Background: an optimization exercise with open tools, aiming at small area and a short achievable clock period. Do not read the settings as production practice.
In this exercise RTL edits were held to simulation tests only and were not proved equivalent to the original.
Power figures rest on the tool's default switching activity, not on a simulated workload.

v40:
Design glade_shf, start of the top module:
module glade_shf (
    input  wire        clk,
    input  wire        rst,
    input  wire        trig,
    input  wire [3:0]  op,
    input  wire [63:0] a,
    input  wire [63:0] bsrc,
    input  wire [63:0] t,
    output reg  [63:0] q,
    output reg         err
);
Size in the first run: about 1800 cells after synthesis, about 65 flip-flops, roughly 260 I/O pins, roughly 14000 sq um of cells after synthesis.
==> flow/config.mk <==
export PLATFORM = sky130hd
export DESIGN_NAME = glade_shf
export DESIGN_NICKNAME = glade_shf
export VERILOG_FILES = /design/flow/design.v
export SDC_FILE = /design/flow/constraint.sdc
export NUM_CORES = 4
export LEC_CHECK = 0
export CAP_MARGIN = 10
export CORE_MARGIN = 2
export CORE_UTILIZATION = 40
export PLACE_DENSITY = 0.6
export SETUP_SLACK_MARGIN = 5
export SLEW_MARGIN = 10
export SYNTH_HIERARCHICAL = 1
export SYNTH_MINIMUM_KEEP_SIZE = 0
==> flow/constraint.sdc <==
create_clock -name core_clock -period 11.0 [get_ports {clk}]
set_input_delay 2.2000 -clock core_clock [delete_from_list [all_inputs] [get_ports {clk}]]
set_output_delay 2.2000 -clock core_clock [all_outputs]
set_load 0.01 [all_outputs]
standard.sh (not shown) runs the stock make flow with config.mk's settings and CLKGATE_MAP_FILE= SYNTH_SCRIPT=/design/flow/synth_recipe.tcl, a recipe that flattens the netlist after the stock synthesis.
==> flow/flow/run.sh <==
#!/bin/bash
# The standard layout (standard.sh, all ORFS steps to finish) with two changes:
# - synthesis is ORFS's synth.tcl run by synth_recipe.tcl as usual, except that
#   abc maps the logic with flow/abc_map.script (&nf with more area recovery) in place
#   of ORFS's abc script; registers are mapped before abc, so they are the
#   standard synthesis's registers;
# - the buffers that buffer_ports puts on every input and output port are
#   sky130_fd_sc_hd__buf_1 cells rather than the resizer's default choice
#   (clkdlybuf4s50_1, a slow delay cell); the timing repair can still resize them.
# make's output goes to flow_make.log; each ORFS step logs under orfs/logs/.
set -euo pipefail
here=$(pwd)
sed "s#log_cmd abc {\*}\$abc_args#log_cmd abc {*}[lreplace \$abc_args 1 1 $here/flow/abc_map.script]#" \
  "$FLOW_HOME/scripts/synth.tcl" > my_synth_core.tcl
grep -q "abc_map.script" my_synth_core.tcl
sed "s#source \$::env(SCRIPTS_DIR)/synth.tcl#source $here/my_synth_core.tcl#" synth_recipe.tcl > my_synth.tcl
grep -q "my_synth_core.tcl" my_synth.tcl
sed "s#SYNTH_SCRIPT=[^ ]*#SYNTH_SCRIPT=$here/my_synth.tcl#" standard.sh > my_standard.sh
grep -q "SYNTH_SCRIPT=$here/my_synth.tcl" my_standard.sh
export BUFFER_PORTS_ARGS="-buffer_cell sky130_fd_sc_hd__buf_1"
bash my_standard.sh > flow_make.log 2>&1
==> flow/flow/abc_map.script <==
&get -n
&st
&dch
&nf -R 1000
&put
topo
stime -c
buffer -c
upsize -c
dnsize -c
v40: no failed stages, no open violations at the end
The inputs of v54 differ from those of v40 as listed below.
-- flow/flow/run.sh --
<<< v40, line 3
# - synthesis is ORFS's synth.tcl run by synth_recipe.tcl as usual, except that
#   abc maps the logic with flow/abc_map.script (&nf with more area recovery) in place
#   of ORFS's abc script; registers are mapped before abc, so they are the
>>> v54, line 3
# - synthesis is ORFS's synth.tcl run by synth_recipe.tcl as usual, except that
#   abc maps the logic with flow/abc_map.script (area-oriented amap) in place
#   of ORFS's abc script; registers are mapped before abc, so they are the
==> flow/flow/abc_map.script <==
strash
dch
amap -m
topo
stime -c
buffer -c
upsize -c
dnsize -c
==> comparison <==
For total combinational power, dividing the value from v54 by the value from v40 gives 1.3. The run showing the smaller cell depth of the worst flop-to-flop path is v54. On netlist area before placement: between v40 and v54, it ends up lower for v54. The higher simple-gate share of the synthesized area came out of v40. Measured against each other, v40 and v54 differ in headroom to the max-slew limit, the lower figure coming from v54. Sort v40 and v54 by synthesized cell count desc -> top: v54. When v54 is set beside v40, its met3 track demand over resource turns out to be 11 points larger. v54 against v40: final worst-path cycle share now larger, total core area went down about 6%, minimum clock period after layout went up. Relative to v40, routed wire length has gone up in v54.
Inputs modified between v54 and v41:
Settings: changing SLEW_MARGIN from 10 to 35; setting ABC_AREA to 1 for the first time; changing CAP_MARGIN from 10 to 30.
==> flow/flow/run.sh <==
#!/bin/bash
# The standard layout (standard.sh, all ORFS steps to finish) with one change:
# the buffers that buffer_ports puts on every input and output port are
# sky130_fd_sc_hd__buf_1 cells rather than the resizer's default choice
# (clkdlybuf4s50_1, a slow delay cell). The timing repair can still resize them.
# make's output goes to flow_make.log; each ORFS step logs under orfs/logs/.
set -euo pipefail
export BUFFER_PORTS_ARGS="-buffer_cell sky130_fd_sc_hd__buf_1"
bash standard.sh > flow_make.log 2>&1
removed: flow/flow/abc_map.script
==> run notes <==
Diff v54 -> v41: area of all placed cells without fillers saw an increase; proportion of synthesized chip area in sequential cells lower. v41 against v54: cell area after placement up 17%, share of the clock period used by the worst path down 2.5 points, area share of buffers outside the clock network down 5.2 points, routed length on met3 down 18%. Re mean number of vias per cell: v41 is 19% down on v54. Cmp v54 and v41 / sum of internal, switching and leakage power / higher: v54. Diff v54 and v41: required time reported for the critical path endpoint lower in v41. v41 reports its main combinational cell family by area after synthesis as simple AND/OR/NAND/NOR gates while v54 reports compound AO/OA/AOI/OAI gates. Diff v54 -> v41 | global-route wire length before repair | increase of about 9%. On post-route minimum period: between v54 and v41, it ends up lower for v41.
[inputs] v19 vs v41
Settings: changing SLEW_MARGIN from 35 to 10; changing CAP_MARGIN from 30 to 10; removing SETUP_SLACK_MARGIN (formerly 5).
==> flow/flow/run.sh <==
#!/bin/bash
# The standard layout (standard.sh, all ORFS steps to finish) with two changes:
# - the buffers that buffer_ports puts on every input and output port are
#   sky130_fd_sc_hd__buf_1 cells rather than the resizer's default choice
#   (clkdlybuf4s50_1, a slow delay cell); the timing repair can still resize them;
# - the timing repair aims for 5.25 ns of setup slack at the fixed clock period.
# make's output goes to flow_make.log; each ORFS step logs under orfs/logs/.
set -euo pipefail
export BUFFER_PORTS_ARGS="-buffer_cell sky130_fd_sc_hd__buf_1"
export SETUP_SLACK_MARGIN=5.25
bash standard.sh > flow_make.log 2>&1
Findings:
Diff v41..v19 | arrival time at the worst endpoint | negligible. Vias after detailed routing: v19 vs v41, no meaningful difference. Reported for v41 and v19, area after synthesis turned out identical to the last digit. When v19 is set beside v41, its count of buffers added by post-CTS timing repair for setup turns out to be 1 larger. Compared to v41, v19 has net load switching power 1.7% higher. v19 — worst hold slack 15 ps lower, v41 as reference. On sequential fraction of total cell area, v41 and v19 are basically level. v41 has higher post-route minimum period than v19. Relative to v41, the routed wire length measured on v19 has increased slightly.


Another version of the RTL of glade_shf (not shown whole).
For scale: roughly 65 flip-flops.
make LEC_CHECK=0 CAP_MARGIN=30 CORE_MARGIN=2 CORE_UTILIZATION=18 PLACE_DENSITY=0.35 SLEW_MARGIN=35 finish   # period 11.0 ns
run.sh (not shown) runs the stock make flow with config.mk's settings and CLKGATE_MAP_FILE= SYNTH_SCRIPT=/design/flow/synth_recipe.tcl, a recipe that flattens the netlist after the stock synthesis.
Stock flow here: none of the scripts above is used.
The first run completed without violations.
Then changed:
Settings changed: CORE_UTILIZATION 18 to 40, PLACE_DENSITY 0.35 to 0.6, SETUP_SLACK_MARGIN set to 5.
Final area shrinks by a few percent.
Setup slack gets better by 1.4 ns.
Clock-buffer cell count does not change.
Clock skew does not change.
Hold slack gets worse by 0.0033 ns.


## v6
glade_shf, a different RTL version from the one above (not shown whole).
Size in the first run: roughly 1,700 cells after synthesis, ~65 flip-flops, about 260 I/O pins, about 0.015 mm² of cells after synthesis.
==> flow/config.mk <==
export PLATFORM = sky130hd
export DESIGN_NAME = glade_shf
export DESIGN_NICKNAME = glade_shf
export VERILOG_FILES = /design/flow/design.v
export SDC_FILE = /design/flow/constraint.sdc
export NUM_CORES = 4
export LEC_CHECK = 0
export CAP_MARGIN = 30
export CORE_MARGIN = 2
export CORE_UTILIZATION = 40
export PLACE_DENSITY = 0.6
export SETUP_SLACK_MARGIN = 5
export SLEW_MARGIN = 35
export SYNTH_HIERARCHICAL = 1
export SYNTH_MINIMUM_KEEP_SIZE = 0
==> flow/constraint.sdc <==
create_clock -name core_clock -period 11.0 [get_ports {clk}]
set_input_delay 2.2000 -clock core_clock [delete_from_list [all_inputs] [get_ports {clk}]]
set_output_delay 2.2000 -clock core_clock [all_outputs]
set_load 0.01 [all_outputs]
standard.sh (not shown) runs the stock make flow with config.mk's settings and CLKGATE_MAP_FILE= SYNTH_SCRIPT=/design/flow/synth_recipe.tcl, a recipe that flattens the netlist after the stock synthesis.
==> flow/flow/run.sh <==
#!/bin/bash
# The standard layout (standard.sh, all ORFS steps to finish) with one change:
# the buffers that buffer_ports puts on every input and output port are
# sky130_fd_sc_hd__buf_1 cells rather than the resizer's default choice
# (clkdlybuf4s50_1, a slow delay cell). The timing repair can still resize them.
# make's output goes to flow_make.log; each ORFS step logs under orfs/logs/.
set -euo pipefail
export BUFFER_PORTS_ARGS="-buffer_cell sky130_fd_sc_hd__buf_1"
bash standard.sh > flow_make.log 2>&1
### v6 -> v7
-- flow/config.mk --
<<< v6, line 7
export LEC_CHECK = 0
export CAP_MARGIN = 30
export CORE_MARGIN = 2
export CORE_UTILIZATION = 40
export PLACE_DENSITY = 0.6
export SETUP_SLACK_MARGIN = 5
export SLEW_MARGIN = 35
export SYNTH_HIERARCHICAL = 1
>>> v7, line 7
export LEC_CHECK = 0
export ABC_AREA = 1
export CAP_MARGIN = 5
export CORE_MARGIN = 2
export CORE_UTILIZATION = 48
export PLACE_DENSITY = 0.65
export SETUP_SLACK_MARGIN = 5
export SLEW_MARGIN = 5
export SYNTH_HIERARCHICAL = 1
### Flow results
Going from v6 to v7, the cell total after placement was found to have gone up by 1,035. In v7 the setup slack turned out 35 ps higher than in v6. Compared with v6, v7 shows non-clock buffer total of the final layout lower by about 7%. Largest family of logic cells by synthesized area: simple AND/OR/NAND/NOR gates -> v7, multiplexers -> v6. [compare] base=v6 new=v7: cell depth of the worst min-delay path grew by 1; cell-internal power -about 15%. In v7, the part of the cycle the worst path needs came out 0.32 points below the value in v6.

separate check: timing with driven ports:
How much do the figures lean on ideal ports? The routed layouts below were timed once more, with nothing changed but the port constraints.
Step 1, drivers: a clkbuf_16 drives clk and a buf_2 each remaining input, both assumed.
Step 2 moves the port delays by t, midway between the first and last clock arrival at a register: inputs arrive t later, outputs are due t later. That takes back most of the time a late clock gives input paths.
Slacks: no drivers / after step 1 / after step 2; pairs: no drivers / after step 1.
| run | t, ns | slack for setup (ns) | worst hold slack (ns) | slew at the worst register clock pin (ns) | worst slew at a driven data input, ns |
|---|---|---|---|---|---|
| v40 | 0.389 | 4.925 / 4.944 / 4.555 | 0.657 / 0.657 / 0.657 | 0.07 / 0.07 | 0.07 |
| v54 | 0.398 | 4.765 / 4.786 / 4.388 | 0.473 / 0.473 / 0.473 | 0.07 / 0.07 | 0.07 |
| v41 | 0.393 | 5.039 / 5.051 / 4.658 | 0.596 / 0.596 / 0.596 | 0.07 / 0.07 | 0.06 |
| v19 | 0.401 | 5.057 / 5.085 / 4.684 | 0.581 / 0.581 / 0.581 | 0.07 / 0.07 | 0.06 |
| the first run of note 2 | 0.406 | 2.465 / 2.495 / 2.089 | 0.606 / 0.606 / 0.606 | 0.07 / 0.07 | 0.08 |
| the second run of note 2 | 0.402 | 3.884 / 3.887 / 3.485 | 0.602 / 0.602 / 0.602 | 0.08 / 0.08 | 0.11 |
| v6 | 0.422 | 5.034 / 5.052 / 4.630 | 0.648 / 0.648 / 0.648 | 0.08 / 0.08 | 0.05 |
| v7 | 0.413 | 5.069 / 5.094 / 4.680 | 0.632 / 0.632 / 0.632 | 0.08 / 0.08 | 0.08 |
After both steps setup and hold are still met in every run listed. For v6, which loses most, drivers alone change the setup slack by +0.018 ns; drivers and shift together by -0.404 ns.
